Context: an optimization exercise on an open-source flow, tuned for small area, a short achievable clock period and few clock cycles per item. The choices shown serve that exercise and are no tape-out recipe.
The RTL was checked by simulation tests, not by an equivalence proof against the original design.

## v26
## sha384_core
module sha384_core (
    input  wire         clk,
    input  wire         rst,          
    input  wire         in_valid,
    output wire         in_ready,
    input  wire [63:0]  in_data,
    input  wire         in_first,     
    output wire         out_valid,
    output wire [383:0] out_digest
);
For scale: ~9300 cells after synthesis, ~450 I/O pins.
clock: 12.0 ns
lec_check: 0
cap_margin: 20
core_margin: 2
core_utilization: 55
cts_buf_list: sky130_fd_sc_hd__clkbuf_8
cts_cluster_diameter: 50
cts_cluster_size: 16
slew_margin: 20
synth_memory_max_bits: 16384
standard.sh (not shown) runs the stock make flow with config.mk's settings and CLKGATE_MAP_FILE= SYNTH_SCRIPT=/design/flow/synth_recipe.tcl, a recipe that flattens the netlist after the stock synthesis.
==> flow/flow/run.sh <==
#!/bin/bash
# Standard ORFS layout (the standard.sh, standard synthesis unchanged), with
# - timing repair asked to leave extra setup slack so the achieved period drops
# - the smallest buffer cell for the port buffers
# - a fanout limit for repair_design (flow/fanout.tcl, sourced before resizing)
set -euo pipefail
bash standard.sh SETUP_SLACK_MARGIN=7.0 \
  "BUFFER_PORTS_ARGS=-buffer_cell sky130_fd_sc_hd__buf_1" \
  "PRE_RESIZE_TCL=$PWD/flow/fanout.tcl" \
  finish > make_finish.log 2>&1
==> flow/flow/fanout.tcl <==
# Limit fanout so that repair_design splits the wide enable nets into smaller
# buffer trees (large nets are hard for the detailed router to wire cleanly).
set_max_fanout 40 [current_design]
Testbench counts of v26, summed over its fixed seeds: cycles 31,128, items 384.
--- input diff v26..v27 ---
--- a/flow/design.v
+++ b/flow/design.v
@@ -185,19 +185,19 @@
     wire [63:0] es2 = x3(es1, ec1, bsig1),  ec2 = m3(es1, ec1, bsig1);
     wire [63:0] e_r = es2 + ec2;
     wire [63:0] ssig0 = rotr(w1, 1) ^ rotr(w1, 8) ^ (w1 >> 7);
     wire [63:0] ssig1 = rotr(w14, 19) ^ rotr(w14, 61) ^ (w14 >> 6);
     wire [63:0] ws1 = x3(w0, w9, ssig0),    wc1 = m3(w0, w9, ssig0);
     wire [63:0] ws2 = x3(ws1, wc1, ssig1),  wc2 = m3(ws1, wc1, ssig1);
     wire [63:0] w_new = ws2 + wc2;
     wire [63:0] hsrc  = !step0_q ? g : nf ? IV7 : fin_q ? he2 : he3;
     wire [63:0] ps1 = x3(hsrc, kq, w15),   pc1 = m3(hsrc, kq, w15);
-    wire [63:0] p_n   = ps1 + pc1;
+    wire [63:0] p_n   = bk_add(ps1, pc1);
     reg  [63:0] ivx, ivy;
     always @(*) begin
         case (s[1:0])
         2'd2:    begin ivx = IV3; ivy = IV7; end    
         2'd3:    begin ivx = IV2; ivy = IV6; end    
         2'd0:    begin ivx = IV1; ivy = IV5; end    
         default: begin ivx = IV0; ivy = IV4; end    
         endcase
     end
Findings:
Per the comparison of v27 with v26, design area did not really move, post-synthesis area per instance now larger, die area shrank by 2500 sq um, synthesized cell count decreased by 259 relative to the old numbers. Going from v26 to v27, worst slack on hold paths shrinks by 0.013 ns. Between v27 and v26, the maximum fanout along the worst path is higher for v27. Looking at worst slew margin relative to its limit across v27 and v26, the one that comes out higher is v26. v27 gives less number of nets in the synthesized netlist than v26 did. v27 — summed instance area of the synthesized netlist about 1.2% lower, v26 as reference. The final reports for v27 and v26 show proportion of layout cells with a drive suffix above 1 higher in the former. Comparing v27 and v26, the higher sum of met2 wire segment lengths after detailed routing is on v26.
Testbench counts of v27, summed over its fixed seeds: cycles 31,128, items 384.

sha384_core again, from the RTL that the note above started with.
Settings: LEC_CHECK=0, CAP_MARGIN=20, CORE_MARGIN=2, CORE_UTILIZATION=55, CTS_BUF_LIST=sky130_fd_sc_hd__clkbuf_8, CTS_CLUSTER_DIAMETER=50, CTS_CLUSTER_SIZE=16, SLEW_MARGIN=20, SYNTH_MEMORY_MAX_BITS=16384, TNS_END_PERCENT=0; clock period 12.0 ns.
Scripts as last shown in full above: flow/flow/run.sh, flow/flow/fanout.tcl
Testbench counts at the start, summed over its fixed seeds: cycles 31,128, items 384.
Change:
--- a/flow/design.v
+++ b/flow/design.v
@@ -184,21 +184,21 @@
     wire [63:0] es1 = x3(d, p, ch),         ec1 = m3(d, p, ch);
     wire [63:0] es2 = x3(es1, ec1, bsig1),  ec2 = m3(es1, ec1, bsig1);
     wire [63:0] e_r = es2 + ec2;
     wire [63:0] ssig0 = rotr(w1, 1) ^ rotr(w1, 8) ^ (w1 >> 7);
     wire [63:0] ssig1 = rotr(w14, 19) ^ rotr(w14, 61) ^ (w14 >> 6);
     wire [63:0] ws1 = x3(w0, w9, ssig0),    wc1 = m3(w0, w9, ssig0);
     wire [63:0] ws2 = x3(ws1, wc1, ssig1),  wc2 = m3(ws1, wc1, ssig1);
     wire [63:0] w_new = ws2 + wc2;
     wire [63:0] hsrc  = !step0_q ? g : nf ? IV7 : fin_q ? he2 : he3;
     wire [63:0] ps1 = x3(hsrc, kq, w15),   pc1 = m3(hsrc, kq, w15);
-    wire [63:0] p_n   = ps1 + pc1;
+    wire [63:0] p_n   = bk_add(ps1, pc1);
     reg  [63:0] ivx, ivy;
     always @(*) begin
         case (s[1:0])
         2'd2:    begin ivx = IV3; ivy = IV7; end    
         2'd3:    begin ivx = IV2; ivy = IV6; end    
         2'd0:    begin ivx = IV1; ivy = IV5; end    
         default: begin ivx = IV0; ivy = IV4; end    
         endcase
     end
     wire [63:0] xsum = bk_add(bf ? ivx : ha3, a);
The new run finished with timing, DRC and antenna clean; global-route usage is lower by 1.5 points; wire length is lower by 4.8%; flip-flop and latch count does not change; design area barely changes; clock-buffer cell count is lower by 13; maximum frequency is higher by 2.3%; register-to-register slack gains 130 ps; core utilization is higher by 0.71 points.
Testbench counts after the change, summed over its fixed seeds: cycles 31,128, items 384.

afterwards: timing with drivers on the ports:
In the flow no input, the clock included, has a driving cell. The finished layouts below were timed again as built, in two steps.
Step 1 assumes that a clkbuf_16 drives the clock port and a buf_2 every other input.
Step 2 adds t to the input delays and takes it off the output delays; t is the mean of the earliest and latest rising clock arrival at the registers after step 1. Input paths then give back, and output paths get back, about the clock's delay inside the block.
a / b / c = no drivers / after step 1 / after step 2; a / b = the first two.
run | t (ns) | slack for setup (ns) | hold WS [ns]
v26 | 1.126 | 6.371 / 6.371 / 6.084 | 0.411 / 0.411 / 0.411
v27 | 1.148 | 6.472 / 6.472 / 5.978 | 0.397 / 0.397 / 0.397
the first run of note 2 | 1.171 | 6.119 / 6.119 / 5.342 | 0.322 / 0.322 / 0.322
the second run of note 2 | 1.113 | 6.251 / 6.251 / 5.474 | 0.397 / 0.397 / 0.397
After both steps setup and hold are still met in every run listed.
